What follows belongs to an exercise in optimizing a design on an open flow for small area and a short achievable clock period; a production flow would make more cautious choices.
At most, simulation tests tie the RTL to the original design; equivalence was not proved.
Only the layout flow was run in runs 2 to 5; the RTL was not checked for function there.

==> flow/design.v <==
module rse_compose (
    input  wire        clk,
    input  wire        rst,
    input  wire        in_valid,
    input  wire [11:0] bg_y,
    input  wire [11:0] bg_cb,
    input  wire [11:0] bg_cr,
    input  wire        l0_cover,
    input  wire [7:0]  l0_alpha,
    input  wire [1:0]  l0_depth,
    input  wire [15:0] l0_y,
    input  wire [15:0] l0_cb,
    input  wire [15:0] l0_cr,
    input  wire        l1_cover,
    input  wire [7:0]  l1_alpha,
    input  wire [1:0]  l1_depth,
    input  wire [15:0] l1_y,
    input  wire [15:0] l1_cb,
    input  wire [15:0] l1_cr,
    input  wire        l2_cover,
    input  wire [7:0]  l2_alpha,
    input  wire [1:0]  l2_depth,
    input  wire [15:0] l2_y,
    input  wire [15:0] l2_cb,
    input  wire [15:0] l2_cr,
    input  wire        l3_cover,
    input  wire [7:0]  l3_alpha,
    input  wire [1:0]  l3_depth,
    input  wire [15:0] l3_y,
    input  wire [15:0] l3_cb,
    input  wire [15:0] l3_cr,
    output reg         out_valid,
    output reg  [11:0] out_y,
    output reg  [11:0] out_cb,
    output reg  [11:0] out_cr
);
    function [11:0] widen(input [1:0] depth, input [15:0] raw);
        case (depth)
            2'd1:    widen = {raw[9:0], 2'b00};
            2'd2:    widen = raw[11:0];
            default: widen = {raw[7:0], 4'b0000};
        endcase
    endfunction
    function [39:0] numer_cs(input [7:0] alpha, input [11:0] s, input [11:0] o);
        reg [11:0] p [0:7];
        reg s1, c2, s3, c4, s5, c6, s7, c8, s9, c10, s11, c12, s13, c14, s15, c16, s17, c18, s19, c20, s21, c22, s23, c24, s25, c26, s27, c28, s29, c30, s31, c32, s33, c34, s35, c36, s37, c38, s39, c40, s41, c42, s43, c44, s45, c46, s47, c48, s49, c50, s51, c52, s53, c54, s55, c56, s57, c58, s59, c60, s61, c62, s63, c64, s65, c66, s67, c68, s69, c70, s71, c72, s73, c74, s75, c76, s77, c78, s79, c80, s81, c82, s83, c84, s85, c86, s87, c88, s89, c90, s91, c92, s93, c94, s95, c96, s97, c98, s99, c100, s101, c102, s103, c104, s105, c106, s107, c108, s109, c110, s111, c112, s113, c114, s115, c116, s117, c118, s119, c120, s121, c122, s123, c124, s125, c126, s127, c128, s129, c130, s131, c132;
        integer i;
        begin
            for (i = 0; i < 8; i = i + 1)
                p[i] = alpha[i] ? s : o;
            s1 = p[0][6] ^ p[1][5]; c2 = p[0][6] & p[1][5];
            s3 = p[0][7] ^ p[1][6] ^ p[2][5]; c4 = (p[0][7] & p[1][6]) | (p[0][7] & p[2][5]) | (p[1][6] & p[2][5]);
            s5 = p[3][4] ^ p[4][3] ^ p[5][2]; c6 = (p[3][4] & p[4][3]) | (p[3][4] & p[5][2]) | (p[4][3] & p[5][2]);
            s7 = p[0][8] ^ p[1][7] ^ p[2][6]; c8 = (p[0][8] & p[1][7]) | (p[0][8] & p[2][6]) | (p[1][7] & p[2][6]);
            s9 = p[3][5] ^ p[4][4] ^ p[5][3]; c10 = (p[3][5] & p[4][4]) | (p[3][5] & p[5][3]) | (p[4][4] & p[5][3]);
            s11 = p[0][9] ^ p[1][8] ^ p[2][7]; c12 = (p[0][9] & p[1][8]) | (p[0][9] & p[2][7]) | (p[1][8] & p[2][7]);
            s13 = p[3][6] ^ p[4][5] ^ p[5][4]; c14 = (p[3][6] & p[4][5]) | (p[3][6] & p[5][4]) | (p[4][5] & p[5][4]);
            s15 = p[0][10] ^ p[1][9] ^ p[2][8]; c16 = (p[0][10] & p[1][9]) | (p[0][10] & p[2][8]) | (p[1][9] & p[2][8]);
            s17 = p[3][7] ^ p[4][6] ^ p[5][5]; c18 = (p[3][7] & p[4][6]) | (p[3][7] & p[5][5]) | (p[4][6] & p[5][5]);
            s19 = p[0][11] ^ p[1][10] ^ p[2][9]; c20 = (p[0][11] & p[1][10]) | (p[0][11] & p[2][9]) | (p[1][10] & p[2][9]);
            s21 = p[3][8] ^ p[4][7] ^ p[5][6]; c22 = (p[3][8] & p[4][7]) | (p[3][8] & p[5][6]) | (p[4][7] & p[5][6]);
            s23 = p[1][11] ^ p[2][10] ^ p[3][9]; c24 = (p[1][11] & p[2][10]) | (p[1][11] & p[3][9]) | (p[2][10] & p[3][9]);
            s25 = p[4][8] ^ p[5][7]; c26 = p[4][8] & p[5][7];
            s27 = p[2][11] ^ p[3][10] ^ p[4][9]; c28 = (p[2][11] & p[3][10]) | (p[2][11] & p[4][9]) | (p[3][10] & p[4][9]);
            s29 = p[0][4] ^ p[1][3]; c30 = p[0][4] & p[1][3];
            s31 = p[0][5] ^ p[1][4] ^ p[2][3]; c32 = (p[0][5] & p[1][4]) | (p[0][5] & p[2][3]) | (p[1][4] & p[2][3]);
            s33 = p[3][2] ^ p[4][1]; c34 = p[3][2] & p[4][1];
            s35 = s1 ^ p[2][4] ^ p[3][3]; c36 = (s1 & p[2][4]) | (s1 & p[3][3]) | (p[2][4] & p[3][3]);
            s37 = p[4][2] ^ p[5][1] ^ p[6][0]; c38 = (p[4][2] & p[5][1]) | (p[4][2] & p[6][0]) | (p[5][1] & p[6][0]);
            s39 = s3 ^ s5 ^ p[6][1]; c40 = (s3 & s5) | (s3 & p[6][1]) | (s5 & p[6][1]);
            s41 = p[7][0] ^ 1'b1 ^ c2; c42 = (p[7][0] & 1'b1) | (p[7][0] & c2) | (1'b1 & c2);
            s43 = s7 ^ s9 ^ p[6][2]; c44 = (s7 & s9) | (s7 & p[6][2]) | (s9 & p[6][2]);
            s45 = p[7][1] ^ c4 ^ c6; c46 = (p[7][1] & c4) | (p[7][1] & c6) | (c4 & c6);
            s47 = s11 ^ s13 ^ p[6][3]; c48 = (s11 & s13) | (s11 & p[6][3]) | (s13 & p[6][3]);
            s49 = p[7][2] ^ c8 ^ c10; c50 = (p[7][2] & c8) | (p[7][2] & c10) | (c8 & c10);
            s51 = s15 ^ s17 ^ p[6][4]; c52 = (s15 & s17) | (s15 & p[6][4]) | (s17 & p[6][4]);
            s53 = p[7][3] ^ c12 ^ c14; c54 = (p[7][3] & c12) | (p[7][3] & c14) | (c12 & c14);
            s55 = s19 ^ s21 ^ p[6][5]; c56 = (s19 & s21) | (s19 & p[6][5]) | (s21 & p[6][5]);
            s57 = p[7][4] ^ c16 ^ c18; c58 = (p[7][4] & c16) | (p[7][4] & c18) | (c16 & c18);
            s59 = s23 ^ s25 ^ p[6][6]; c60 = (s23 & s25) | (s23 & p[6][6]) | (s25 & p[6][6]);
            s61 = p[7][5] ^ c20 ^ c22; c62 = (p[7][5] & c20) | (p[7][5] & c22) | (c20 & c22);
            s63 = s27 ^ p[5][8] ^ p[6][7]; c64 = (s27 & p[5][8]) | (s27 & p[6][7]) | (p[5][8] & p[6][7]);
            s65 = p[7][6] ^ c24 ^ c26; c66 = (p[7][6] & c24) | (p[7][6] & c26) | (c24 & c26);
            s67 = p[3][11] ^ p[4][10] ^ p[5][9]; c68 = (p[3][11] & p[4][10]) | (p[3][11] & p[5][9]) | (p[4][10] & p[5][9]);
            s69 = p[6][8] ^ p[7][7] ^ c28; c70 = (p[6][8] & p[7][7]) | (p[6][8] & c28) | (p[7][7] & c28);
            s71 = p[4][11] ^ p[5][10] ^ p[6][9]; c72 = (p[4][11] & p[5][10]) | (p[4][11] & p[6][9]) | (p[5][10] & p[6][9]);
            s73 = p[0][3] ^ p[1][2]; c74 = p[0][3] & p[1][2];
            s75 = s29 ^ p[2][2] ^ p[3][1]; c76 = (s29 & p[2][2]) | (s29 & p[3][1]) | (p[2][2] & p[3][1]);
            s77 = s31 ^ s33 ^ p[5][0]; c78 = (s31 & s33) | (s31 & p[5][0]) | (s33 & p[5][0]);
            s79 = s35 ^ s37 ^ c32; c80 = (s35 & s37) | (s35 & c32) | (s37 & c32);
            s81 = s39 ^ s41 ^ c36; c82 = (s39 & s41) | (s39 & c36) | (s41 & c36);
            s83 = s43 ^ s45 ^ c40; c84 = (s43 & s45) | (s43 & c40) | (s45 & c40);
            s85 = s47 ^ s49 ^ c44; c86 = (s47 & s49) | (s47 & c44) | (s49 & c44);
            s87 = s51 ^ s53 ^ c48; c88 = (s51 & s53) | (s51 & c48) | (s53 & c48);
            s89 = s55 ^ s57 ^ c52; c90 = (s55 & s57) | (s55 & c52) | (s57 & c52);
            s91 = s59 ^ s61 ^ c56; c92 = (s59 & s61) | (s59 & c56) | (s61 & c56);
            s93 = s63 ^ s65 ^ c60; c94 = (s63 & s65) | (s63 & c60) | (s65 & c60);
            s95 = s67 ^ s69 ^ c64; c96 = (s67 & s69) | (s67 & c64) | (s69 & c64);
            s97 = s71 ^ p[7][8] ^ c68; c98 = (s71 & p[7][8]) | (s71 & c68) | (p[7][8] & c68);
            s99 = p[5][11] ^ p[6][10] ^ p[7][9]; c100 = (p[5][11] & p[6][10]) | (p[5][11] & p[7][9]) | (p[6][10] & p[7][9]);
            s101 = p[0][2] ^ p[1][1]; c102 = p[0][2] & p[1][1];
            s103 = s73 ^ p[2][1] ^ p[3][0]; c104 = (s73 & p[2][1]) | (s73 & p[3][0]) | (p[2][1] & p[3][0]);
            s105 = s75 ^ p[4][0] ^ c74; c106 = (s75 & p[4][0]) | (s75 & c74) | (p[4][0] & c74);
            s107 = s77 ^ c30 ^ c76; c108 = (s77 & c30) | (s77 & c76) | (c30 & c76);
            s109 = s79 ^ c34 ^ c78; c110 = (s79 & c34) | (s79 & c78) | (c34 & c78);
            s111 = s81 ^ c38 ^ c80; c112 = (s81 & c38) | (s81 & c80) | (c38 & c80);
            s113 = s83 ^ c42 ^ c82; c114 = (s83 & c42) | (s83 & c82) | (c42 & c82);
            s115 = s85 ^ c46 ^ c84; c116 = (s85 & c46) | (s85 & c84) | (c46 & c84);
            s117 = s87 ^ c50 ^ c86; c118 = (s87 & c50) | (s87 & c86) | (c50 & c86);
            s119 = s89 ^ c54 ^ c88; c120 = (s89 & c54) | (s89 & c88) | (c54 & c88);
            s121 = s91 ^ c58 ^ c90; c122 = (s91 & c58) | (s91 & c90) | (c58 & c90);
            s123 = s93 ^ c62 ^ c92; c124 = (s93 & c62) | (s93 & c92) | (c62 & c92);
            s125 = s95 ^ c66 ^ c94; c126 = (s95 & c66) | (s95 & c94) | (c66 & c94);
            s127 = s97 ^ c70 ^ c96; c128 = (s97 & c70) | (s97 & c96) | (c70 & c96);
            s129 = s99 ^ c72 ^ c98; c130 = (s99 & c72) | (s99 & c98) | (c72 & c98);
            s131 = p[6][11] ^ p[7][10] ^ c100; c132 = (p[6][11] & p[7][10]) | (p[6][11] & c100) | (p[7][10] & c100);
            numer_cs = {1'b0, p[7][11], s131, s129, s127, s125, s123, s121, s119, s117, s115, s113, s111, s109, s107, s105, s103, s101, p[0][1], p[0][0], 1'b0, c132, c130, c128, c126, c124, c122, c120, c118, c116, c114, c112, c110, c108, c106, c104, c102, p[2][0], p[1][0], 1'b0};
        end
    endfunction
    function [11:0] div255(input [19:0] zs, input [19:0] zc);
        reg [27:0] x;
        begin
            x = {zs, 8'd0} + {zc, 8'd0} + {8'd0, zs} + {8'd0, zc}
              + {16'd0, zs[19:8]} + {16'd0, zc[19:8]};
            div255 = x[27:16];
        end
    endfunction
    reg        v0;
    reg [35:0] c0;
    reg [45:0] l0 [0:3];       
    always @(posedge clk) begin
        v0 <= in_valid & ~rst;
        c0 <= {bg_y, bg_cb, bg_cr};
        l0[0] <= {l0_cover ? l0_alpha : 8'd0, l0_depth, l0_y[11:0], l0_cb[11:0], l0_cr[11:0]};
        l0[1] <= {l1_cover ? l1_alpha : 8'd0, l1_depth, l1_y[11:0], l1_cb[11:0], l1_cr[11:0]};
        l0[2] <= {l2_cover ? l2_alpha : 8'd0, l2_depth, l2_y[11:0], l2_cb[11:0], l2_cr[11:0]};
        l0[3] <= {l3_cover ? l3_alpha : 8'd0, l3_depth, l3_y[11:0], l3_cb[11:0], l3_cr[11:0]};
    end
    wire [43:0] lw [0:3];
    genvar j;
    generate
        for (j = 0; j < 4; j = j + 1) begin : g_widen
            assign lw[j] = {l0[j][45:38], widen(l0[j][37:36], {4'd0, l0[j][35:24]}),
                            widen(l0[j][37:36], {4'd0, l0[j][23:12]}),
                            widen(l0[j][37:36], {4'd0, l0[j][11:0]})};
        end
    endgenerate
    reg        vn [0:3];
    reg [119:0] zn [0:3];     
    reg        vd [0:3];
    reg [35:0] od [0:3];
    reg [175:0] ln [0:3];
    reg [175:0] ld [0:3];
    wire        vi [0:3];
    wire [35:0] oi [0:3];
    wire [175:0] li [0:3];
    assign vi[0] = v0;
    assign oi[0] = c0;
    assign li[0] = {lw[3], lw[2], lw[1], lw[0]};
    genvar k;
    generate
        for (k = 0; k < 4; k = k + 1) begin : g_layer
            if (k > 0) begin : g_in
                assign vi[k] = vd[k-1];
                assign oi[k] = od[k-1];
                assign li[k] = ld[k-1];
            end
            wire [7:0]  alpha = li[k][44*k+43:44*k+36];
            wire [35:0] smp   = li[k][44*k+35:44*k];
            always @(posedge clk) begin
                vn[k] <= vi[k] & ~rst;
                zn[k] <= {numer_cs(alpha, smp[35:24], oi[k][35:24]),
                          numer_cs(alpha, smp[23:12], oi[k][23:12]),
                          numer_cs(alpha, smp[11:0],  oi[k][11:0])};
                ln[k] <= li[k];
                vd[k] <= vn[k] & ~rst;
                od[k] <= {div255(zn[k][119:100], zn[k][99:80]),
                          div255(zn[k][79:60],   zn[k][59:40]),
                          div255(zn[k][39:20],   zn[k][19:0])};
                ld[k] <= ln[k];
            end
        end
    endgenerate
    always @(*) begin
        out_valid = vd[3];
        {out_y, out_cb, out_cr} = od[3];
    end
endmodule
==> flow/run.sh <==
#!/bin/bash
# synth_recipe.tcl (not shown) runs the flow's synth.tcl, then flattens the netlist and writes it again
# the make line also repeats each setting of config.mk as NAME=value (left out here)
make -C /OpenROAD-flow-scripts/flow DESIGN_CONFIG=/design/flow/config.mk WORK_HOME=/design/flow/orfs CLKGATE_MAP_FILE= SYNTH_SCRIPT=/design/flow/synth_recipe.tcl finish
==> flow/config.mk <==
export PLATFORM = sky130hd
export DESIGN_NAME = rse_compose
export DESIGN_NICKNAME = rse_compose
export VERILOG_FILES = /design/flow/design.v
export SDC_FILE = /design/flow/constraint.sdc
export NUM_CORES = 4
export LEC_CHECK = 0
export CAP_MARGIN = 20
export CORE_MARGIN = 2
export CORE_UTILIZATION = 40
export SLEW_MARGIN = 20
==> flow/constraint.sdc <==
create_clock -name core_clock -period 20.0 [get_ports {clk}]
set_input_delay 4.0000 -clock core_clock [delete_from_list [all_inputs] [get_ports {clk}]]
set_output_delay 4.0000 -clock core_clock [all_outputs]
set_load 0.01 [all_outputs]
==> run summary, run 1 <==
DRT antenna net count -> 0
Tcrit/Tclk final -> 28.24%
DRT Wirelength -> 186,400 microns
CTS Hold Bufs -> 0
endpoints failing setup -> 0
hpwl dp -> 145,400 microns
port bufs -> 263
reg2reg path depth -> 10
Yosys reg bits -> 1,345
clock latency on the worst-skew pair -> 820 ps
share of the synthesized area in the top cell type -> 31.94%
Startpoint Class -> flop
Hold Path End -> ld[1][160]
Starting DRT DRC Count -> 2,140
Worst Path Class, Setup -> reg2out
Max stage delay cell, worst path -> clkdlybuf4s50_1
CP top delay family -> buffers and inverters
antenna cell count -> 0
Die W -> 463.1 microns
Non-Filler Instances -> 10,350
clk buf depth -> 3
Pins Over Slew Limit -> 0
placed instance count -> 10,080
FF+latch area -> 26,970 sq um
highest clock rate -> 0.1770 GHz
worst hold margin -> 285.9 ps
warnings from Yosys -> 20
Seq/Total Area, Yosys -> 31.94%
Clock Sinks -> 1,345
CP max stage delay -> 540 ps
Hold Vio Cnt, Final -> 0
hold wc startpoint -> ln[1][160]
GRT Residual Overflow -> 0
max_slew headroom -> 23.12%
crit path capture type -> output pin
R2R setup slack -> 15,510 ps
H-tree Lvls -> 4
async set-reset flop share out of synthesis -> 0%
Vias -> 50,440
postcts setup bufs -> 0
post-CTS resize count -> 0
Avg Synthesized Cell Area -> 11.71 sq um
Worst R2R End -> zn[0][108]
RSZ-0062 raised after global routing -> false
core box area -> 209,600 sq um
Crit path arrival time -> 1650 ps
IO Count -> 312
hold path depth -> 0
initial cell density of the core -> 40.23%
Worst-path clk slew -> 60 ps
Cell Chain, Critical Path -> clkdlybuf4s50_1
status -> complete, no violations
net count of the mapped netlist -> 9,333
Die Ht -> 463.1 microns
# rows -> 168
FF-to-FF Start -> l0[0][37]
dominant cells by area after synthesis -> dfxtp_1 32%, fa_1 25%, ha_1 12%, mux2i_1 8.2%, mux2_2 6.2%
area leader, netlist -> dfxtp_1
CTS root buffer -> clkbuf_16
ys flop type -> dfxtp_1
final net count -> 9,559
Synth Instances -> 7,202
first-pass GRT wire length -> 301,300 microns
layout cells sized above 1 -> 10.78%
top-count cell post-synth -> dfxtp_1
setup TNS -> 0 ps
critical path required time -> 16,000 ps
P&R area growth vs syn -> 12.86%
CTS tree -> yes
global-route usage over all layers -> 17.50%
fill count -> 19,190
vias in the first global route -> 55,490
initial antenna violation count -> 3
Routed wire per std cell -> 18.00 microns
drt drc -> 0
TritonRoute pass-1 iters -> 5
Placement Setup Slack -> 15,140 ps
min-delay worst type -> reg2reg
setup ws final -> 14,350 ps
EDFF count, synth -> 0
top post-synthesis cells by count -> 1,345 x dfxtp_1, 1,265 x inv_1, 1,068 x fa_1
worst path buffer plus inverter count -> 1
maxcap violations -> 0
Worst Path Max Fanout -> 1
pin count of the biggest net entering global routing -> 55
vias per std cell -> 4.872
Min Clock Period, post-route -> 5648 ps
Setup Skew -> 62.20 ps
Cell Area, Synth -> 84,300 sq um
GP Congestion -> 0.8436
area of the multi-input gates -> 51,800 sq um
post-synth cell types -> 76
Die ar. -> 214,400 sq um
Worst-Margin Slew -> 1153 ps
CTS Buf Count -> 146
-- cells by family (layout without fill, tap and decap cells) --
family | Yosys count | after routing | share of synthesized area [%]
fa+ha+maj | 1856 | 1856 | 37.06
flops | 1345 | 1345 | 31.94
xor+xnor | 151 | 151 | 1.569
buf+inv | 1487 | 1833 | 6.621
compound gates | 676 | 676 | 5.377
mux | 1152 | 1152 | 14.37
simple gates | 535 | 535 | 3.069
-- metal layers --
layer | share of wire (%) | GRT usage [%] | vias to the layer above | routed length, microns
li1 | - | - | 23970 | -
met1 | 44 | 21.60 | 25380 | 81200
met2 | 51 | 31.51 | 805 | 94530
met3 | 3.0 | 2.353 | 281 | 5609
met4 | 2.7 | 5.333 | 2 | 5029
met5 | 0.0059 | 0 | - | 11
-- cell usage in the layout (no fill, tap or decap), types with 13 or more instances in the layout --
master and count:
clkdlybuf4s50_1 263, a21o_1 73, buf_4 36, clkbuf_16 146
bufinv_16 13, inv_6 13, inv_1 1265, fa_1 1068
a22oi_1 124, mux2i_1 687, clkbuf_8 27, nor2_1 123
xnor2_1 90, a211oi_1 28, xor2_1 61, o211ai_1 14
a21oi_1 122, o21ai_0 135, o21ai_1 33, o21bai_1 25
nor3_1 37, clkinvlp_4 16, ha_1 787, dfxtp_1 1313
nand3_1 43, dfxtp_2 30, clkinv_2 17, nand2_1 163
nor2b_1 30, and2_1 65, o21a_1 20, mux2_2 465
nand4_1 13
-- through the flow --
stage,utilization [%],instance area [sq um]
final,45.40,95150
after global routing,45.40,95150
after CTS,45.38,95110
after detailed placement,42.91,89920
after global placement,42.91,89920
after floorplan,-,84300
-- layout make-up --
cell class	count	share of cell area (%)
repair buffers	300	3.080
multi-input cells	4370	54.44
inverters	1265	4.991
clock inverters	83	1.174
clock buffers	185	4.278
well taps	2805	3.689
flip-flops and latches	1345	28.35
-- registers in the layout, summed over array words and instances, names as in the netlist --
| signal | count |
|---|---|
| zn | 444 |
| ld | 264 |
| ln | 264 |
| l0 | 184 |
| od | 144 |
| c0 | 36 |
| vd | 4 |
| vn | 4 |
| v0 | 1 |
-- how the worst max path moves through the flow --
stage | startpoint | to | slack [ps] | cells past startpoint
final | od[3][9] | out_cr[9] | 14350 | 1
after CTS | od[3][1] | out_cr[1] | 14250 | 1
after detailed placement | rst | vn[2] | 15140 | 2
after global placement | l3_cover | l0[3][40] | 15160 | 2
after floorplan | od[3][12] | out_cb[0] | 15670 | 0
after global routing | od[3][22] | out_cb[10] | 14260 | 1
==> inputs of run 2 (changes only) <==
--- a/flow/design.v
+++ b/flow/design.v
@@ -117,12 +117,20 @@
             numer_cs = {1'b0, p[7][11], s131, s129, s127, s125, s123, s121, s119, s117, s115, s113, s111, s109, s107, s105, s103, s101, p[0][1], p[0][0], 1'b0, c132, c130, c128, c126, c124, c122, c120, c118, c116, c114, c112, c110, c108, c106, c104, c102, p[2][0], p[1][0], 1'b0};
         end
     endfunction
-    function [11:0] div255(input [19:0] zs, input [19:0] zc);
-        reg [27:0] x;
+    function [19:0] numer(input [7:0] alpha, input [11:0] s, input [11:0] o);
+        reg [39:0] cs;
         begin
-            x = {zs, 8'd0} + {zc, 8'd0} + {8'd0, zs} + {8'd0, zc}
-              + {16'd0, zs[19:8]} + {16'd0, zc[19:8]};
-            div255 = x[27:16];
+            cs = numer_cs(alpha, s, o);
+            numer = cs[39:20] + cs[19:0];
+        end
+    endfunction
+    function [11:0] div255(input [19:0] z);
+        reg [12:0] t;
+        reg [8:0]  ec;
+        begin
+            t  = {1'b0, z[19:8]} + {5'd0, z[7:0]};
+            ec = {1'b0, t[7:0]} + {4'd0, t[12:8]};
+            div255 = z[19:8] + {7'd0, t[12:8]} + {11'd0, ec[8]};
         end
     endfunction
     reg        v0;
@@ -146,7 +154,7 @@
         end
     endgenerate
     reg        vn [0:3];
-    reg [119:0] zn [0:3];     
+    reg [59:0] zn [0:3];
     reg        vd [0:3];
     reg [35:0] od [0:3];
     reg [175:0] ln [0:3];
@@ -169,14 +177,12 @@
             wire [35:0] smp   = li[k][44*k+35:44*k];
             always @(posedge clk) begin
                 vn[k] <= vi[k] & ~rst;
-                zn[k] <= {numer_cs(alpha, smp[35:24], oi[k][35:24]),
-                          numer_cs(alpha, smp[23:12], oi[k][23:12]),
-                          numer_cs(alpha, smp[11:0],  oi[k][11:0])};
+                zn[k] <= {numer(alpha, smp[35:24], oi[k][35:24]),
+                          numer(alpha, smp[23:12], oi[k][23:12]),
+                          numer(alpha, smp[11:0],  oi[k][11:0])};
                 ln[k] <= li[k];
                 vd[k] <= vn[k] & ~rst;
-                od[k] <= {div255(zn[k][119:100], zn[k][99:80]),
-                          div255(zn[k][79:60],   zn[k][59:40]),
-                          div255(zn[k][39:20],   zn[k][19:0])};
+                od[k] <= {div255(zn[k][59:40]), div255(zn[k][39:20]), div255(zn[k][19:0])};
                 ld[k] <= ln[k];
             end
         end
==> flow/flow/run.sh (new file) <==
#!/bin/bash
# The standard layout, with plain buffers (not delay cells) on the ports,
# and timing repair aimed at a 5.2 ns cycle (slack 14.9 ns at the 20 ns clock).
set -euo pipefail
export BUFFER_PORTS_ARGS="-buffer_cell sky130_fd_sc_hd__buf_2"
export SETUP_SLACK_MARGIN=14.9
bash standard.sh > make_flow.log 2>&1
==> flow/standard.sh (new file) <==
#!/bin/bash
# synth_recipe.tcl (not shown) runs the flow's synth.tcl, then flattens the netlist and writes it again
# the make line also repeats each setting of config.mk as NAME=value (left out here)
make -C /OpenROAD-flow-scripts/flow DESIGN_CONFIG=/design/flow/config.mk WORK_HOME=/design/flow/orfs CLKGATE_MAP_FILE= SYNTH_SCRIPT=/design/flow/synth_recipe.tcl "${@:-finish}"
--- a/flow/config.mk
+++ b/flow/config.mk
@@ -7,5 +7,6 @@
 export LEC_CHECK = 0
 export CAP_MARGIN = 20
 export CORE_MARGIN = 2
-export CORE_UTILIZATION = 40
+export CORE_UTILIZATION = 60
+export PLACE_DENSITY = 0.7
 export SLEW_MARGIN = 20
removed: flow/run.sh
==> run summary, run 2 <==
initial cell density of the core -> 60.53%
Worst-path clk slew -> 70 ps
most frequent cells in the layout -> 1,082 x dfxtp_1, 828 x inv_1, 731 x fa_1
vias in the first global route -> 52,840
top-count cell post-synth -> dfxtp_1
endpoints failing setup -> 0
clk buf depth -> 3
global-route usage over all layers -> 26.39%
CTS tree -> yes
Synth Instances -> 6,900
post-synth cell types -> 83
Yosys reg bits -> 1,141
DRT Wirelength -> 171,700 microns
CTS Hold Bufs -> 0
crit path capture type -> flop
pin count of the biggest net entering global routing -> 55
Die W -> 357.6 microns
commonest non-fill, non-tap cell in the layout -> dfxtp_1
Min Clock Period, post-route -> 5247 ps
initial antenna violation count -> 5
H-tree Lvls -> 3
CTS root buffer -> clkbuf_16
Routed wire per std cell -> 19.07 microns
RSZ-0062 raised after global routing -> true
Die Ht -> 357.6 microns
EDFF count, synth -> 0
share of the synthesized area in the top cell type -> 30.44%
final net count -> 8,797
FF-to-FF Start -> l0[0][36]
GP Congestion -> 0.8732
Worst-Margin Slew -> 1031 ps
TritonRoute pass-1 iters -> 8
net count of the mapped netlist -> 8,431
DRT antenna net count -> 0
min-delay worst type -> reg2reg
ys flop type -> dfxtp_1
Worst Path Max Fanout -> 7
async set-reset flop share out of synthesis -> 0%
status -> complete, no violations
Pins Over Slew Limit -> 0
IO Count -> 312
top flop regs -> ld (264), ln (264), zn (240)
clock latency on the worst-skew pair -> 740 ps
Worst Path Class, Setup -> reg2reg
adder and majority cell fraction of the synthesized area -> 28.51%
Cell Area, Synth -> 75,040 sq um
hpwl dp -> 121,600 microns
Placed Area -> 78,060 sq um
design area -> 85,770 sq um
complex-gate fraction of the synthesized area -> 8.799%
first-pass GRT wire length -> 273,200 microns
CTS Buf Count -> 116
setup TNS -> 0 ps
area leader, netlist -> dfxtp_1
Starting DRT DRC Count -> 3,094
Setup Skew -> 24.40 ps
highest clock rate -> 0.1906 GHz
Avg Synthesized Cell Area -> 10.87 sq um
core box area -> 124,000 sq um
Vias -> 50,760
top post-synthesis cells by count -> 1,141 x dfxtp_1, 843 x inv_1, 756 x fa_1
drt drc -> 0
simple-gate share of the synthesized area -> 5.678%
Post-Synth XOR/XNOR Area -> 4.482%
# rows -> 129
fill count -> 9,229
multiplexer area fraction after synthesis -> 16.77%
Crit path arrival time -> 5870 ps
GRT Residual Overflow -> 0
critical path required time -> 20,620 ps
hold wc startpoint -> ln[0][57]
port bufs -> 263
warnings from Yosys -> 20
Hold Vio Cnt, Final -> 0
vias per std cell -> 5.638
Tcrit/Tclk final -> 26.23%
Clock Sinks -> 1,141
layout cells sized above 1 -> 23.10%
max_slew headroom -> 31.27%
CP Launch Point -> l0[0][36]
maxcap violations -> 0
Seq/Total Area, Yosys -> 30.44%
largest family of logic cells by synthesized area -> adder cells
P&R area growth vs syn -> 14.31%
dominant cells by area after synthesis -> dfxtp_1 30%, fa_1 20%, mux2_2 11%, ha_1 8.3%, mux2i_1 5.8%
Startpoint Class -> flop
Die ar. -> 127,900 sq um
run 2: cell types whose count changed after synthesis, sizes merged, moves of 99 or more:
cell   delta
o21ai   +111
fa      -312
ha      -288
dfxtp   -204
nor2     +99
mux2i   -250
mux2    +264
inv     -421
xnor2   +154
run 2: layer usage:
metal | track usage [%] | share of wire [%] | vias to the layer above
met1 | 34.18 | 43 | 25090
met4 | 9.029 | 3.3 | 0
met2 | 45.83 | 50 | 1304
li1 | - | - | 24070
met3 | 3.104 | 4.3 | 296
met5 | 0 | 0 | -
run 2: worst max-delay path: stages (launching register included):
cell and delay, ps:
dfxtp_2 320, buf_6 110, ha_4 200, clkbuf_16 190, a22oi_2 260, o21ai_4 130
mux2_2 300, fa_2 580, fa_1 450, inv_2 80, fa_1 420, fa_1 490
inv_1 70, ha_4 280, a21oi_2 160, o21ai_2 80, a221o_1 360, a31o_4 230
a41oi_2 140, o21bai_1 110, xor2_1 140
run 2: metrics by stage:
step	util (%)	hold slack (ps)	setup slack [ps]	std cells
2_1_floorplan	-	309.6	14900	6900
3_3_place_gp	62.97	309.7	13780	8619
3_5_place_dp	62.97	312.0	13720	8619
4_1_cts	67.68	312.1	14720	8904
5_1_grt	69.19	318.5	14600	9002
6_report	69.20	313.9	14750	9003
run 2: area by class of cell:
class / instances / area, sq um / share of cell area [%]
Antenna cell: 1 / 2.502 / 0.002917
Clock inverter: 71 / 932.1 / 1.087
Clock buffer: 146 / 3207 / 3.739
Tap cell: 1637 / 2048 / 2.388
Inverter: 845 / 3172 / 3.698
Timing Repair Buffer: 466 / 3762 / 4.386
Multi-Input combinational cell: 4696 / 49700 / 57.94
Sequential cell: 1141 / 22950 / 26.75
run 2: worst paths after layout:
path / end / slack, ps / cells past startpoint
hold reg to reg: ld[0][57] / 310 / 0
setup / recovery: zn[0][58] / 14750 / 20
hold / removal: ld[0][57] / 310 / 0
setup reg to reg: zn[0][58] / 14750 / 20
run 2: cell families after synthesis:
family	count (synthesis)
xor gates and xnor gates	384
muxes	1166
DFF	1141
buffers and inverters	1063
adders and majority gates	1256
AOI/OAI and AO/OA	1015
and+or+nand+nor	875
run 2: repair_timing:
item | in CTS | in global routing
cloned | 8 | 10
setup buffers | 60 | 88
hold endpoints to repair | 0 | 0
pin swaps | 72 | 139
resized for setup | 190 | 234
setup endpoints to repair | 95 | 138
==> inputs of run 3 (changes only) <==
--- a/flow/config.mk
+++ b/flow/config.mk
@@ -7,6 +7,5 @@
 export LEC_CHECK = 0
 export CAP_MARGIN = 20
 export CORE_MARGIN = 2
-export CORE_UTILIZATION = 60
-export PLACE_DENSITY = 0.7
+export CORE_UTILIZATION = 40
 export SLEW_MARGIN = 20
==> run summary, run 3 <==
hpwl dp -> 127,400 microns
max_slew headroom -> 28.96%
global-route usage over all layers -> 17.95%
Seq/Total Area, Yosys -> 30.44%
Hold Vio Cnt, Final -> 0
CP top delay family -> flip-flops
Tcrit/Tclk final -> 26.01%
Worst Path Max Fanout -> 1
CTS root buffer -> clkbuf_16
Avg Synthesized Cell Area -> 10.87 sq um
adder and majority cell fraction of the synthesized area -> 28.51%
Synth Instances -> 6,900
setup TNS -> 0 ps
# rows -> 158
Pins Over Slew Limit -> 0
area of the multi-input gates -> 49,660 sq um
Die Ht -> 437.1 microns
GP Congestion -> 0.8485
critical path required time -> 16,000 ps
drt drc -> 0
final net count -> 8,822
multiplexer area fraction after synthesis -> 16.77%
commonest non-fill, non-tap cell in the layout -> dfxtp_1
top post-synthesis cells by count -> 1,141 x dfxtp_1, 843 x inv_1, 756 x fa_1
GRT Max-Usage Layer -> met2
Die W -> 437.1 microns
Vias -> 49,960
P&R area growth vs syn -> 15.91%
dominant cells by area after synthesis -> dfxtp_1 30%, fa_1 20%, mux2_2 11%, ha_1 8.3%, mux2i_1 5.8%
core box area -> 185,800 sq um
port bufs -> 263
Post-Synth XOR/XNOR Area -> 4.482%
CTS tree -> yes
GRT met1 Usage -> 21.85%
FF+latch area -> 22,950 sq um
Min Clock Period, post-route -> 5203 ps
vias per std cell -> 5.060
warnings from Yosys -> 20
worst path buffer plus inverter count -> 1
Setup Skew -> 34.33 ps
Routed wire per std cell -> 18.00 microns
CP Depth -> 1
Max stage delay cell, worst path -> dfxtp_2
most frequent cells in the layout -> 1,085 x dfxtp_1, 836 x inv_1, 739 x fa_1
async set-reset flop share out of synthesis -> 0%
top flop regs -> ld (264), ln (264), zn (240)
RSZ-0062 raised after global routing -> true
Yosys reg bits -> 1,141
Die ar. -> 191,100 sq um
crit path capture type -> output pin
H-tree Lvls -> 3
grt met3 use -> 2.030%
layout cells sized above 1 -> 23.07%
maxcap violations -> 0
CP max stage delay -> 330 ps
status -> complete, no violations
net count of the mapped netlist -> 8,431
clock latency on the worst-skew pair -> 770 ps
reg2reg path depth -> 21
post-synth cell types -> 83
Startpoint Class -> flop
met2 Resource Use GR -> 32.03%
Worst Path Class, Setup -> reg2out
EDFF count, synth -> 0
initial antenna violation count -> 4
DRT Wirelength -> 177,700 microns
GRT Residual Overflow -> 0
highest clock rate -> 0.1922 GHz
Starting DRT DRC Count -> 2,224
CTS Buf Count -> 119
hold path depth -> 0
largest family of logic cells by synthesized area -> adder cells
fill count -> 17,080
min-delay worst type -> reg2reg
DRT antenna net count -> 0
area leader, netlist -> dfxtp_1
ys flop type -> dfxtp_1
pin count of the biggest net entering global routing -> 55
Cell Chain, Critical Path -> buf_6
initial cell density of the core -> 40.38%
R2R setup slack -> 14,810 ps
TritonRoute pass-1 iters -> 5
Worst-path clk slew -> 60 ps
Worst-Margin Slew -> 1066 ps
share of the synthesized area in the top cell type -> 30.44%
Crit path arrival time -> 1200 ps
first-pass GRT wire length -> 279,000 microns
simple-gate share of the synthesized area -> 5.678%
complex-gate fraction of the synthesized area -> 8.799%
top-count cell post-synth -> dfxtp_1
vias in the first global route -> 52,990
Cell Area, Synth -> 75,040 sq um
IO Count -> 312
endpoints failing setup -> 0
clk buf depth -> 3
Clock Sinks -> 1,141
run 3: cell count changes in the layout (fill, tap and decap cells not counted), moves of 8 or more:
cell      delta
inv_2        -8
buf_4       +30
buf_6        -9
o21ai_2      +9
fa_1         +8
clkbuf_8     -9
mux2_4      -13
inv_1        +8
fa_2         -8
mux2_2      +13
run 3: routing by layer:
layer  vias to the layer above  routed length (microns)
met5                         -                        0
met4                         0                     6899
met3                       276                     5350
met2                       809                    89400
met1                     24760                    76060
li1                      24110                        -
run 3: repair_timing:
item                                    CTS  global route
resized for setup                       177           201
hold buffers                              0             0
endpoints found under the setup margin  101           139
buffers inserted                         63           109
pin swaps                                62           120
cloned                                    5            11
run 3: path summary, 6_finish.rpt:
check / start / to
setup reg to reg: l0[0][36] / zn[0][17]
hold reg to reg: ld[1][146] / ln[2][146]
setup / recovery: od[3][1] / out_cr[1]
hold / removal: ld[1][146] / ln[2][146]
run 3: layout make-up:
| type | count | share of cell area (%) |
|---|---|---|
| inverter | 845 | 3.647 |
| timing repair buffer | 488 | 4.444 |
| tap | 2480 | 3.568 |
| clock buffer | 147 | 3.648 |
| antenna | 3 | 0.008631 |
| clock inverter | 74 | 1.207 |
| multi-input combinational | 4696 | 57.09 |
| sequential | 1141 | 26.38 |
run 3: worst reg2reg max path, delay by kind of cell, from the launching register on:
kind / cells / cell delay (ps)
multiplexers: 1 / 290
AO/OA/AOI/OAI: 5 / 940
flip-flops: 1 / 330
AND/OR/NAND/NOR: 3 / 370
buffers and inverters: 5 / 550
XOR/XNOR: 1 / 100
adder cells (fa/ha/maj): 6 / 2470
run 3: cells by family (layout without fill, tap and decap cells):
logic type	after synthesis	in the layout
other	0	3
xor gates and xnor gates	384	384
adders and majority gates	1256	1256
and+or+nand+nor	875	875
AOI/OAI and AO/OA	1015	1015
DFF	1141	1141
buffers and inverters	1063	1554
muxes	1166	1166
run 3: through the flow:
stage	area (sq um)	worst slack (ps)	cells	util [%]	hold slack [ps]
finish	86970	14800	9874	46.80	309.3
global route	86970	14630	9874	46.80	323.1
CTS	84900	14700	9751	45.68	309.2
detailed placement	79120	13640	9462	42.58	312.0
global placement	79120	13730	9462	42.58	310.3
floorplan	75330	14900	6900	-	309.6
==> inputs of run 4 (changes only) <==
==> flow/flow/run.sh (replaced) <==
#!/bin/bash
# The standard layout, with plain buffers (not delay cells) on the ports,
# and timing repair aimed at a 5.2 ns cycle (slack 14.8 ns at the 20 ns clock).
set -euo pipefail
export BUFFER_PORTS_ARGS="-buffer_cell sky130_fd_sc_hd__buf_2"
export SETUP_SLACK_MARGIN=14.8
bash standard.sh > make_flow.log 2>&1
--- a/flow/config.mk
+++ b/flow/config.mk
@@ -8,4 +8,6 @@
 export CAP_MARGIN = 20
 export CORE_MARGIN = 2
 export CORE_UTILIZATION = 40
+export CTS_CLUSTER_DIAMETER = 50
+export CTS_CLUSTER_SIZE = 20
 export SLEW_MARGIN = 20
==> run summary, run 4 <==
design area -> 86,690 sq um
core box area -> 185,800 sq um
complex-gate fraction of the synthesized area -> 8.799%
Die Ht -> 437.1 microns
Cell Area, Synth -> 75,040 sq um
Placement Setup Slack -> 13,850 ps
setup ws final -> 14,740 ps
top-count cell post-synth -> dfxtp_1
worst path buffer plus inverter count -> 1
clock latency on the worst-skew pair -> 810 ps
Cell Chain, Critical Path -> buf_2
CP top delay family -> flip-flops
critical path required time -> 16,000 ps
CTS root buffer -> clkbuf_16
commonest non-fill, non-tap cell in the layout -> dfxtp_1
simple-gate share of the synthesized area -> 5.678%
Max stage delay cell, worst path -> dfxtp_1
vias per std cell -> 5.110
Vias -> 50,200
DRT Wirelength -> 179,500 microns
CP Depth -> 1
top flop regs -> ld (264), ln (264), zn (240)
Worst-path clk slew -> 80 ps
crit path capture type -> output pin
pin count of the biggest net entering global routing -> 55
Seq/Total Area, Yosys -> 30.44%
TritonRoute pass-1 iters -> 7
most frequent cells in the layout -> 1,085 x dfxtp_1, 834 x inv_1, 742 x fa_1
R2R setup slack -> 14,770 ps
maxcap violations -> 0
Min Clock Period, post-route -> 5263 ps
P&R area growth vs syn -> 15.54%
share of the synthesized area in the top cell type -> 30.44%
H-tree Lvls -> 4
GP Congestion -> 0.8481
dominant cells by area after synthesis -> dfxtp_1 30%, fa_1 20%, mux2_2 11%, ha_1 8.3%, mux2i_1 5.8%
warnings from Yosys -> 20
Synth Instances -> 6,900
Worst Path Max Fanout -> 1
Avg Synthesized Cell Area -> 10.87 sq um
hold path depth -> 0
clk buf depth -> 3
reg2reg path depth -> 23
GRT Residual Overflow -> 0
Yosys reg bits -> 1,141
layout cells sized above 1 -> 22.49%
first-pass GRT wire length -> 283,800 microns
RSZ-0062 raised after global routing -> true
DRT antenna net count -> 0
Crit path arrival time -> 1260 ps
Worst Path Class, Setup -> reg2out
vias in the first global route -> 53,430
Die W -> 437.1 microns
Setup Skew -> 35.74 ps
post-synth cell types -> 83
CTS Buf Count -> 133
highest clock rate -> 0.1900 GHz
CP max stage delay -> 320 ps
area leader, netlist -> dfxtp_1
IO Count -> 312
largest family of logic cells by synthesized area -> adder cells
hpwl dp -> 130,500 microns
Die ar. -> 191,100 sq um
Worst-Margin Slew -> 1054 ps
ys flop type -> dfxtp_1
multiplexer area fraction after synthesis -> 16.77%
initial cell density of the core -> 40.38%
Pins Over Slew Limit -> 0
initial antenna violation count -> 4
Tcrit/Tclk final -> 26.31%
status -> complete, no violations
async set-reset flop share out of synthesis -> 0%
port bufs -> 263
Hold Vio Cnt, Final -> 0
min-delay worst type -> reg2reg
adder and majority cell fraction of the synthesized area -> 28.51%
setup TNS -> 0 ps
CTS tree -> yes
drt drc -> 0
Routed wire per std cell -> 18.27 microns
EDFF count, synth -> 0
net count of the mapped netlist -> 8,431
final net count -> 8,763
Post-Synth XOR/XNOR Area -> 4.482%
global-route usage over all layers -> 18.38%
endpoints failing setup -> 0
Placed Area -> 79,010 sq um
Clock Sinks -> 1,141
max_slew headroom -> 29.73%
Startpoint Class -> flop
Starting DRT DRC Count -> 2,461
# rows -> 158
top post-synthesis cells by count -> 1,141 x dfxtp_1, 843 x inv_1, 756 x fa_1
-- run 4: routing by layer --
layer / wire, microns / vias to the layer above / track usage (%)
met5: 7 / - / 0
met4: 5298 / 2 / 6.307
met3: 6460 / 279 / 2.587
met2: 90860 / 983 / 32.95
met1: 76830 / 24930 / 22.44
li1: - / 24010 / -
-- run 4: kinds of logic after synthesis --
kind of cell / count (synthesis)
AOI/OAI and AO/OA: 1015
xor gates and xnor gates: 384
adders and majority gates: 1256
buffers and inverters: 1063
DFF: 1141
muxes: 1166
and+or+nand+nor: 875
-- run 4: stage by stage --
stage | hold WS [ps] | std cells | util, %
2_1_floorplan | 309.6 | 6900 | -
6_report | 308.2 | 9824 | 46.65
4_1_cts | 303.2 | 9747 | 45.70
5_1_grt | 310.5 | 9822 | 46.65
3_5_place_dp | 312.0 | 9466 | 42.52
3_3_place_gp | 310.6 | 9466 | 42.52
-- run 4: path summary, 6_finish.rpt --
| path | end | from |
|---|---|---|
| worst min-delay path | ld[2][168] | ln[2][168] |
| worst max register to register | zn[0][56] | l0[0][36] |
| worst max-delay path | out_cr[9] | od[3][9] |
| worst min register to register | ld[2][168] | ln[2][168] |
-- run 4: layout make-up --
type                       instances  area (sq um)
clock buffer                     145          3487
timing repair buffer             415          3231
multi-input combinational       4696         49420
sequential                      1141         22940
fill                           17090         99130
tap                             2480          3103
antenna                            3         7.507
inverter                         845          3172
clock inverter                    99          1334
-- run 4: worst reg2reg max path, delay by kind of cell (launching register included) --
family | cells | cell delay [ps]
adders and majority gates | 6 | 2510
AOI/OAI and AO/OA | 5 | 990
buffers and inverters | 8 | 780
DFF | 1 | 340
muxes | 1 | 260
and+or+nand+nor | 2 | 180
xor gates and xnor gates | 1 | 120
-- run 4: what timing repair did --
item,4_1_cts,5_1_grt
setup buffers,35,60
endpoints found under the setup margin,96,114
resized for setup,172,207
gates cloned,2,14
hold buffers,0,0
pin swaps,46,89
==> inputs of run 5 (changes only) <==
--- a/flow/config.mk
+++ b/flow/config.mk
@@ -8,6 +8,6 @@
 export CAP_MARGIN = 20
 export CORE_MARGIN = 2
 export CORE_UTILIZATION = 40
-export CTS_CLUSTER_DIAMETER = 50
-export CTS_CLUSTER_SIZE = 20
+export CTS_CLUSTER_DIAMETER = 100
+export CTS_CLUSTER_SIZE = 28
 export SLEW_MARGIN = 20
==> run summary, run 5 <==
Crit path arrival time -> 5860 ps
Worst-Margin Slew -> 1072 ps
Avg Synthesized Cell Area -> 10.87 sq um
first-pass GRT wire length -> 280,000 microns
Routed wire per std cell -> 18.32 microns
dominant cells by area after synthesis -> dfxtp_1 30%, fa_1 20%, mux2_2 11%, ha_1 8.3%, mux2i_1 5.8%
clk buf depth -> 3
ys flop type -> dfxtp_1
async set-reset flop share out of synthesis -> 0%
global-route usage over all layers -> 18.01%
hold path depth -> 0
CTS root buffer -> clkbuf_16
GRT Residual Overflow -> 0
Min Clock Period, post-route -> 5238 ps
clock latency on the worst-skew pair -> 740 ps
fill count -> 17,390
EDFF count, synth -> 0
status -> complete, no violations
RSZ-0062 raised after global routing -> true
Yosys reg bits -> 1,141
Worst R2R End -> zn[0][37]
CP max stage delay -> 540 ps
DRT antenna net count -> 0
commonest non-fill, non-tap cell in the layout -> dfxtp_1
H-tree Lvls -> 2
setup TNS -> 0 ps
CTS Buf Count -> 60
vias in the first global route -> 52,580
post-synth cell types -> 83
initial antenna violation count -> 3
GP Congestion -> 0.8481
Vias -> 49,430
Max stage delay cell, worst path -> fa_1
Hold Vio Cnt, Final -> 0
Worst Path Max Fanout -> 8
Worst Path Class, Setup -> reg2reg
initial cell density of the core -> 40.38%
TritonRoute pass-1 iters -> 5
area of the multi-input gates -> 49,140 sq um
hold wc startpoint -> ln[1][138]
core box area -> 185,800 sq um
area leader, netlist -> dfxtp_1
endpoints failing setup -> 0
Setup Skew -> 57.63 ps
P&R area growth vs syn -> 11.66%
# rows -> 158
Pins Over Slew Limit -> 0
pin count of the biggest net entering global routing -> 55
most frequent cells in the layout -> 1,081 x dfxtp_1, 837 x inv_1, 744 x fa_1
maxcap violations -> 0
DRT Wirelength -> 177,300 microns
R2R setup slack -> 14,760 ps
min-delay worst type -> reg2reg
CTS Hold Bufs -> 0
design area -> 83,780 sq um
final net count -> 8,697
CTS tree -> yes
Cell Chain, Critical Path -> buf_6, ha_4, clkbuf_16, a22oi_1, o21ai_2, mux2_2, fa_1, fa_1, inv_1, fa_1, inv_1, fa_1, ha_1, o21ai_0, nor2b_4, a2111oi_2, nor3_2, o21a_1, xnor2_1
top flop regs -> ld (264), ln (264), zn (240)
share of the synthesized area in the top cell type -> 30.44%
Placed Area -> 79,010 sq um
critical path required time -> 20,620 ps
Cell Area, Synth -> 75,040 sq um
Synth Instances -> 6,900
Starting DRT DRC Count -> 2,362
Clock Sinks -> 1,141
Die Ht -> 437.1 microns
Hold Path End -> ld[1][138]
warnings from Yosys -> 20
net count of the mapped netlist -> 8,431
hpwl dp -> 130,500 microns
Seq/Total Area, Yosys -> 30.44%
highest clock rate -> 0.1909 GHz
port bufs -> 263
Tcrit/Tclk final -> 26.19%
cell repeated most along the worst path -> fa_1
top-count cell post-synth -> dfxtp_1
reg2reg path depth -> 19
vias per std cell -> 5.107
FF+latch area -> 22,950 sq um
top post-synthesis cells by count -> 1,141 x dfxtp_1, 843 x inv_1, 756 x fa_1
crit path capture type -> flop
Startpoint Class -> flop
Die ar. -> 191,100 sq um
drt drc -> 0
IO Count -> 312
FF-to-FF Start -> l0[0][36]
Worst-path clk slew -> 100 ps
Die W -> 437.1 microns
max_slew headroom -> 28.54%
layout cells sized above 1 -> 20.55%
## run 5: cell types whose count changed in the layout (fill, tap and decap cells not counted), moves of 10 or more
cell	delta
inv_12	-10
clkbuf_16	-75
a22oi_1	+11
clkinv_8	-21
a22oi_2	-11
inv_6	-16
o21ai_2	+10
buf_4	+10
## run 5: worst max-delay path by stage
stage / from / endpoint / slack, ps / depth (start not counted)
2_1_floorplan: l0[0][36] / zn[0][58] / 14790 / 22
3_3_place_gp: l0[0][37] / zn[0][19] / 13830 / 20
3_5_place_dp: l0[0][37] / zn[0][38] / 13850 / 19
4_1_cts: od[3][0] / out_cr[0] / 14710 / 1
5_1_grt: l0[0][36] / zn[0][19] / 14570 / 19
6_report: l0[0][36] / zn[0][37] / 14760 / 19
## run 5: worst max-delay path: cells and delay by family (launching register included)
kind | cells | cell delay [ps]
adders and majority gates | 6 | 2570
AOI/OAI and AO/OA | 5 | 1110
buffers and inverters | 4 | 380
DFF | 1 | 340
muxes | 1 | 320
and+or+nand+nor | 2 | 280
xor gates and xnor gates | 1 | 130
## run 5: stage by stage
step	utilization (%)	hold slack [ps]	setup slack [ps]	std cells
6_report	45.09	307.9	14760	9680
5_1_grt	45.08	314.5	14570	9678
4_1_cts	44.22	311.6	14710	9599
3_5_place_dp	42.52	312.0	13850	9466
3_3_place_gp	42.52	310.6	13830	9466
2_1_floorplan	-	309.6	14790	6900
## run 5: layout make-up
type                    count  share of cell area (%)
multi-input cells        4696                   58.65
flip-flops and latches   1141                   27.39
repair buffers            422                   3.901
inverters                 845                   3.786
well taps                2480                   3.704
clock buffers              64                   1.835
clock inverters            30                  0.7228
diodes                      2                0.005973
## run 5: kinds of logic after synthesis
kind of cell               after synthesis  synth area share [%]
AOI/OAI and AO/OA                     1015                 8.799
xor gates and xnor gates               384                 4.482
DFF                                   1141                 30.44
buffers and inverters                 1063                 5.324
and+or+nand+nor                        875                 5.678
adders and majority gates             1256                 28.51
muxes                                 1166                 16.77
## run 5: what timing repair did
action,CTS,global route
resized for setup,158,173
setup endpoints to repair,93,118
setup buffers,36,65
cloned,3,14
pin swaps,36,77
## run 5: per-layer routing
metal | share of wire, % | GRT usage [%] | vias up
li1 | - | - | 23760
met1 | 43 | 22.45 | 24610
met2 | 51 | 32.70 | 833
met3 | 3.2 | 1.875 | 230
met4 | 2.9 | 5.184 | 0
met5 | 0 | 0 | -
==> inputs of run 6 (changes only) <==
--- a/flow/design.v
+++ b/flow/design.v
@@ -136,18 +136,27 @@
     reg        v0;
     reg [35:0] c0;
     reg [45:0] l0 [0:3];       
+    reg [2:0]  dsel0;          
     always @(posedge clk) begin
         v0 <= in_valid & ~rst;
         c0 <= {bg_y, bg_cb, bg_cr};
+        dsel0 <= {l0_depth == 2'd2, l0_depth == 2'd1, l0_depth == 2'd0 || l0_depth == 2'd3};
         l0[0] <= {l0_cover ? l0_alpha : 8'd0, l0_depth, l0_y[11:0], l0_cb[11:0], l0_cr[11:0]};
         l0[1] <= {l1_cover ? l1_alpha : 8'd0, l1_depth, l1_y[11:0], l1_cb[11:0], l1_cr[11:0]};
         l0[2] <= {l2_cover ? l2_alpha : 8'd0, l2_depth, l2_y[11:0], l2_cb[11:0], l2_cr[11:0]};
         l0[3] <= {l3_cover ? l3_alpha : 8'd0, l3_depth, l3_y[11:0], l3_cb[11:0], l3_cr[11:0]};
     end
+    function [11:0] widen_sel(input [2:0] sel, input [11:0] raw);
+        widen_sel = ({12{sel[2]}} & raw)
+                  | ({12{sel[1]}} & {raw[9:0], 2'b00})
+                  | ({12{sel[0]}} & {raw[7:0], 4'b0000});
+    endfunction
     wire [43:0] lw [0:3];
+    assign lw[0] = {l0[0][45:38], widen_sel(dsel0, l0[0][35:24]),
+                    widen_sel(dsel0, l0[0][23:12]), widen_sel(dsel0, l0[0][11:0])};
     genvar j;
     generate
-        for (j = 0; j < 4; j = j + 1) begin : g_widen
+        for (j = 1; j < 4; j = j + 1) begin : g_widen
             assign lw[j] = {l0[j][45:38], widen(l0[j][37:36], {4'd0, l0[j][35:24]}),
                             widen(l0[j][37:36], {4'd0, l0[j][23:12]}),
                             widen(l0[j][37:36], {4'd0, l0[j][11:0]})};
==> run summary, run 6 <==
min-delay worst type -> reg2reg
Worst-path clk slew -> 100 ps
top-count cell post-synth -> dfxtp_1
net count of the mapped netlist -> 8,728
IO Count -> 312
vias in the first global route -> 52,300
Worst-Margin Slew -> 1093 ps
TritonRoute pass-1 iters -> 6
crit path capture type -> output pin
clock latency on the worst-skew pair -> 770 ps
endpoints failing setup -> 0
vias per std cell -> 5.117
Die W -> 436.1 microns
Cell Area, Synth -> 74,680 sq um
clk buf depth -> 3
drt drc -> 0
top flop regs -> ld (264), ln (264), zn (240)
setup TNS -> 0 ps
DRT Wirelength -> 174,100 microns
DRT antenna net count -> 0
hpwl dp -> 129,500 microns
pin count of the biggest net entering global routing -> 67
Routed wire per std cell -> 17.58 microns
Avg Synthesized Cell Area -> 10.38 sq um
Placement Setup Slack -> 13,980 ps
Starting DRT DRC Count -> 2,852
hold path depth -> 0
RSZ-0062 raised after global routing -> true
Crit path arrival time -> 1230 ps
highest clock rate -> 0.1913 GHz
CTS tree -> yes
Yosys reg bits -> 1,142
Setup Skew -> 58.53 ps
Die Ht -> 436.1 microns
Seq/Total Area, Yosys -> 30.61%
design area -> 82,230 sq um
core box area -> 185,400 sq um
maxcap violations -> 0
EDFF count, synth -> 0
Max stage delay cell, worst path -> dfxtp_2
async set-reset flop share out of synthesis -> 0%
top post-synthesis cells by count -> 1,142 x dfxtp_1, 832 x inv_1, 756 x fa_1
port bufs -> 263
Vias -> 50,670
CP top delay family -> flip-flops
Worst Path Class, Setup -> reg2out
Startpoint Class -> flop
status -> complete, no violations
fill count -> 17,690
Die ar. -> 190,200 sq um
setup ws final -> 14,770 ps
Placed Area -> 78,530 sq um
# rows -> 158
Hold Vio Cnt, Final -> 0
initial antenna violation count -> 6
dominant cells by area after synthesis -> dfxtp_1 31%, fa_1 20%, ha_1 8.4%, mux2_2 6.7%, mux2i_1 6.4%
hold wc startpoint -> ln[1][89]
Clock Sinks -> 1,142
warnings from Yosys -> 20
GP Congestion -> 0.8775
Synth Instances -> 7,197
first-pass GRT wire length -> 277,500 microns
final net count -> 8,917
reg2reg path depth -> 16
H-tree Lvls -> 2
Pins Over Slew Limit -> 0
final core utilization -> 44.35%
CTS Hold Bufs -> 0
Cell Chain, Critical Path -> buf_6
max_slew headroom -> 27.15%
CP Depth -> 1
commonest non-fill, non-tap cell in the layout -> dfxtp_1
FF-to-FF Start -> ld[2][173]
Min Clock Period, post-route -> 5228 ps
Worst R2R End -> zn[3][59]
Hold Path End -> ld[1][89]
initial cell density of the core -> 40.27%
post-synth cell types -> 73
area leader, netlist -> dfxtp_1
share of the synthesized area in the top cell type -> 30.61%
Worst Path Max Fanout -> 1
R2R setup slack -> 14,910 ps
ys flop type -> dfxtp_1
GRT Residual Overflow -> 0
most frequent cells in the layout -> 1,085 x dfxtp_1, 832 x inv_1, 749 x fa_1
global-route usage over all layers -> 17.77%
Tcrit/Tclk final -> 26.14%
CP max stage delay -> 340 ps
layout cells sized above 1 -> 14.86%
P&R area growth vs syn -> 10.12%
critical path required time -> 16,000 ps
CTS Buf Count -> 58
CTS root buffer -> clkbuf_16
worst path buffer plus inverter count -> 1
[run 6: routing by layer]
layer  global-route usage [%]  vias up  part of all wire, %
li1                         -    24520                    -
met1                    22.48    24850                   43
met2                    31.37     1062                   49
met3                    1.846      240                  3.9
met4                    6.212        2                  3.5
met5                        0        -               0.0075
[run 6: cell families (layout without fill, tap and decap cells)]
| logic type | count (synthesis) | count (layout) | share of synthesized area [%] |
|---|---|---|---|
| simple gates | 1143 | 1143 | 7.159 |
| fa+ha+maj | 1256 | 1256 | 28.64 |
| other cells | 0 | 8 | 0 |
| compound gates | 1256 | 1256 | 10.57 |
| flops | 1142 | 1142 | 30.61 |
| xor+xnor | 361 | 361 | 4.234 |
| mux | 928 | 928 | 13.19 |
| buf+inv | 1111 | 1329 | 5.594 |
[run 6: worst max-delay path by stage]
stage	from	end	slack, ps
after global routing	zn[0][48]	od[0][34]	14580
after global placement	dsel0[2]	zn[0][59]	13970
after CTS	od[3][26]	out_y[2]	14680
final	od[3][32]	out_y[8]	14770
after floorplan	dsel0[2]	zn[0][39]	14820
after detailed placement	dsel0[2]	zn[0][59]	13980
[run 6: per-stage QoR]
stage               hold WS [ps]  cells
finish                     312.0   9903
global route               315.3   9900
CTS                        308.0   9836
detailed placement         312.0   9720
global placement           310.9   9716
floorplan                  309.6   7197
[run 6: cell type report]
type / count / area [sq um] / share of cell area, %
Clock buffer: 59 / 1455 / 1.770
Antenna cell: 8 / 20.02 / 0.02434
Sequential cell: 1142 / 22960 / 27.92
Inverter: 832 / 3123 / 3.798
Tap cell: 2480 / 3103 / 3.773
Multi-Input combinational cell: 4944 / 48140 / 58.54
Clock inverter: 30 / 494.2 / 0.6010
Timing Repair Buffer: 408 / 2937 / 3.571
[run 6: timing repair]
item	CTS	global route
pin swaps	11	44
gates cloned	4	5
buffers inserted	23	54
gates resized for setup	76	163
setup endpoints to repair	90	123
==> inputs of run 7 (changes only) <==
--- a/flow/config.mk
+++ b/flow/config.mk
@@ -7,7 +7,8 @@
 export LEC_CHECK = 0
 export CAP_MARGIN = 20
 export CORE_MARGIN = 2
-export CORE_UTILIZATION = 40
+export CORE_UTILIZATION = 55
 export CTS_CLUSTER_DIAMETER = 100
 export CTS_CLUSTER_SIZE = 28
+export PLACE_DENSITY = 0.65
 export SLEW_MARGIN = 20
==> run summary, run 7 <==
status -> complete, no violations
initial antenna violation count -> 9
IO Count -> 312
post-synth cell types -> 73
metal3 WL -> 5886 microns
most frequent cells in the layout -> 1,075 x dfxtp_1, 832 x inv_1, 743 x fa_1
met2 WL -> 84,780 microns
Worst-path clk slew -> 110 ps
Max stage delay cell, worst path -> dfxtp_2
CTS Hold Bufs -> 0
Clock Sinks -> 1,142
Worst Path Max Fanout -> 1
min-delay worst type -> reg2reg
area leader, netlist -> dfxtp_1
hpwl dp -> 124,700 microns
Worst Path Class, Setup -> reg2out
core box area -> 135,100 sq um
DRT Wirelength -> 169,200 microns
clk buf depth -> 3
top flop regs -> ld (264), ln (264), zn (240)
Die Ht -> 372.5 microns
H-tree Lvls -> 2
Seq/Total Area, Yosys -> 30.61%
Worst-Margin Slew -> 1100 ps
GP Congestion -> 0.8657
top post-synthesis cells by count -> 1,142 x dfxtp_1, 832 x inv_1, 756 x fa_1
vias per std cell -> 5.534
vias in the first global route -> 51,690
# rows -> 135
CP max stage delay -> 340 ps
TritonRoute pass-1 iters -> 9
Starting DRT DRC Count -> 3,013
final core utilization -> 60.24%
EDFF count, synth -> 0
Die W -> 372.5 microns
GRT Residual Overflow -> 0
RSZ-0062 raised after global routing -> true
Die ar. -> 138,700 sq um
Cell Area, Synth -> 74,680 sq um
pin count of the biggest net entering global routing -> 67
Vias -> 50,870
Min Clock Period, post-route -> 5139 ps
clock latency on the worst-skew pair -> 700 ps
Hold Path End -> ld[1][130]
highest clock rate -> 0.1946 GHz
top-count cell post-synth -> dfxtp_1
DR top layer -> met5
global-route usage over all layers -> 24.23%
port bufs -> 263
warnings from Yosys -> 20
Yosys reg bits -> 1,142
hold wc startpoint -> ln[1][130]
crit path capture type -> output pin
first-pass GRT wire length -> 271,400 microns
wire length on met1 -> 73,860 microns
Worst R2R End -> zn[0][15]
Avg Synthesized Cell Area -> 10.38 sq um
max_slew headroom -> 26.65%
Cell Chain, Critical Path -> buf_6
commonest non-fill, non-tap cell in the layout -> dfxtp_1
CP top delay family -> flip-flops
dominant cells by area after synthesis -> dfxtp_1 31%, fa_1 20%, ha_1 8.4%, mux2_2 6.7%, mux2i_1 6.4%
hold path depth -> 0
maxcap violations -> 0
net count of the mapped netlist -> 8,728
final net count -> 8,916
setup TNS -> 0 ps
Synth Instances -> 7,197
layout cells sized above 1 -> 15.30%
ys flop type -> dfxtp_1
Pins Over Slew Limit -> 0
Startpoint Class -> flop
Setup Skew -> 26.36 ps
endpoints failing setup -> 0
CTS Buf Count -> 55
Tcrit/Tclk final -> 25.69%
worst path buffer plus inverter count -> 1
Routed wire per std cell -> 18.40 microns
async set-reset flop share out of synthesis -> 0%
Crit path arrival time -> 1140 ps
reg2reg path depth -> 18
critical path required time -> 16,000 ps
CTS root buffer -> clkbuf_16
P&R area growth vs syn -> 8.996%
DRT antenna net count -> 0
initial cell density of the core -> 55.26%
CTS tree -> yes
drt drc -> 0
FF-to-FF Start -> dsel0[1]
R2R setup slack -> 14,870 ps
Hold Vio Cnt, Final -> 0
share of the synthesized area in the top cell type -> 30.61%
==> run 7: changes by cell type in the layout (fill, tap and decap cells not counted), sizes merged <==
cell	previous run	this run
inv	848	841
buf	396	402
clkbuf	65	59
bufbuf	4	6
clkdlybuf4s18	2	0
clkinvlp	2	0
diode	8	6
==> run 7: how the worst max path moves through the flow <==
stage / startpoint / end / slack [ps] / cells after the start
5_1_grt: dsel0[2] / zn[0][39] / 14700 / 18
4_1_cts: zn[1][28] / od[1][22] / 14750 / 23
3_3_place_gp: dsel0[2] / zn[0][18] / 13780 / 16
3_5_place_dp: dsel0[2] / zn[0][19] / 13930 / 15
6_report: od[3][34] / out_y[10] / 14860 / 1
2_1_floorplan: dsel0[2] / zn[0][39] / 14820 / 18
==> run 7: metal layers <==
| layer | vias to the layer above | GRT usage (%) |
|---|---|---|
| met5 | - | 0 |
| met4 | 4 | 6.812 |
| met3 | 239 | 2.527 |
| met2 | 993 | 42.76 |
| met1 | 25090 | 31.46 |
| li1 | 24540 | - |
==> run 7: timing repair <==
action / 4_1_cts / 5_1_grt
buffers inserted: 49 / 35
endpoints found under the setup margin: 73 / 138
cloned: 6 / 1
gates resized for setup: 100 / 197
pin swaps: 22 / 49
==> run 7: stage by stage <==
step / instance area (sq um) / std cells / setup slack, ps / hold slack (ps)
floorplan: 74700 / 7197 / 14820 / 309.6
global route: 81390 / 9191 / 14700 / 316.4
CTS: 80340 / 9151 / 14750 / 313.5
global placement: 77570 / 9010 / 13780 / 310.1
finish: 81400 / 9193 / 14860 / 307.8
detailed placement: 77610 / 9018 / 13930 / 312.0
==> run 7: kinds of logic (layout without fill, tap and decap cells) <==
kind of cell / Yosys count / after routing / share of synthesized area (%)
AND/OR/NAND/NOR: 1143 / 1143 / 7.159
AO/OA/AOI/OAI: 1256 / 1256 / 10.57
XOR/XNOR: 361 / 361 / 4.234
other: 0 / 6 / 0
flip-flops: 1142 / 1142 / 30.61
buffers and inverters: 1111 / 1320 / 5.594
multiplexers: 928 / 928 / 13.19
adder cells (fa/ha/maj): 1256 / 1256 / 28.64
==> run 7: final cells by class <==
type,count,area (sq um)
fillers,11370,53730
multi-input cells,4944,48330
flip-flops and latches,1142,22970
inverters,832,3123
repair buffers,410,2974
well taps,1781,2228
clock buffers,57,1426
clock inverters,21,336.6
diodes,6,15.01

-- separate check: timing with driven ports --
Ports are ideal in the flow. The routed layouts listed here were re-timed in OpenROAD.
Step 1 (the two cells are an assumption about what drives the block):
set clk [get_ports {clk}]
set_driving_cell -lib_cell sky130_fd_sc_hd__clkbuf_16 $clk
set_driving_cell -lib_cell sky130_fd_sc_hd__buf_2 [delete_from_list [all_inputs] $clk]
Step 2 moves the port delays by t, midway between the first and last clock arrival at a register: inputs arrive t later, outputs are due t later. That takes back most of the time a late clock gives input paths.
Three values: ideal, step 1, step 2; two values: the first two.
| run | t, ns | setup slack, ns | worst hold slack (ns) | clock arrival spread, ns | slew at the worst register clock pin (ns) |
|---|---|---|---|---|---|
| run 1 | 0.878 | 14.352 / 14.263 / 15.141 | 0.286 / 0.286 / 0.286 | 0.062 / 0.062 | 0.07 / 0.07 |
| run 2 | 0.810 | 14.753 / 14.693 / 14.753 | 0.314 / 0.314 / 0.314 | 0.030 / 0.031 | 0.07 / 0.07 |
| run 3 | 0.835 | 14.797 / 14.721 / 14.812 | 0.309 / 0.309 / 0.309 | 0.041 / 0.041 | 0.07 / 0.07 |
| run 4 | 0.888 | 14.737 / 14.647 / 14.768 | 0.308 / 0.308 / 0.308 | 0.040 / 0.040 | 0.08 / 0.08 |
| run 5 | 0.795 | 14.762 / 14.723 / 14.762 | 0.308 / 0.308 / 0.308 | 0.069 / 0.069 | 0.12 / 0.12 |
| run 6 | 0.833 | 14.772 / 14.684 / 14.912 | 0.312 / 0.312 / 0.312 | 0.072 / 0.072 | 0.11 / 0.11 |
| run 7 | 0.762 | 14.861 / 14.782 / 14.870 | 0.308 / 0.308 / 0.308 | 0.034 / 0.034 | 0.11 / 0.11 |
After both steps every run listed still meets setup and hold.
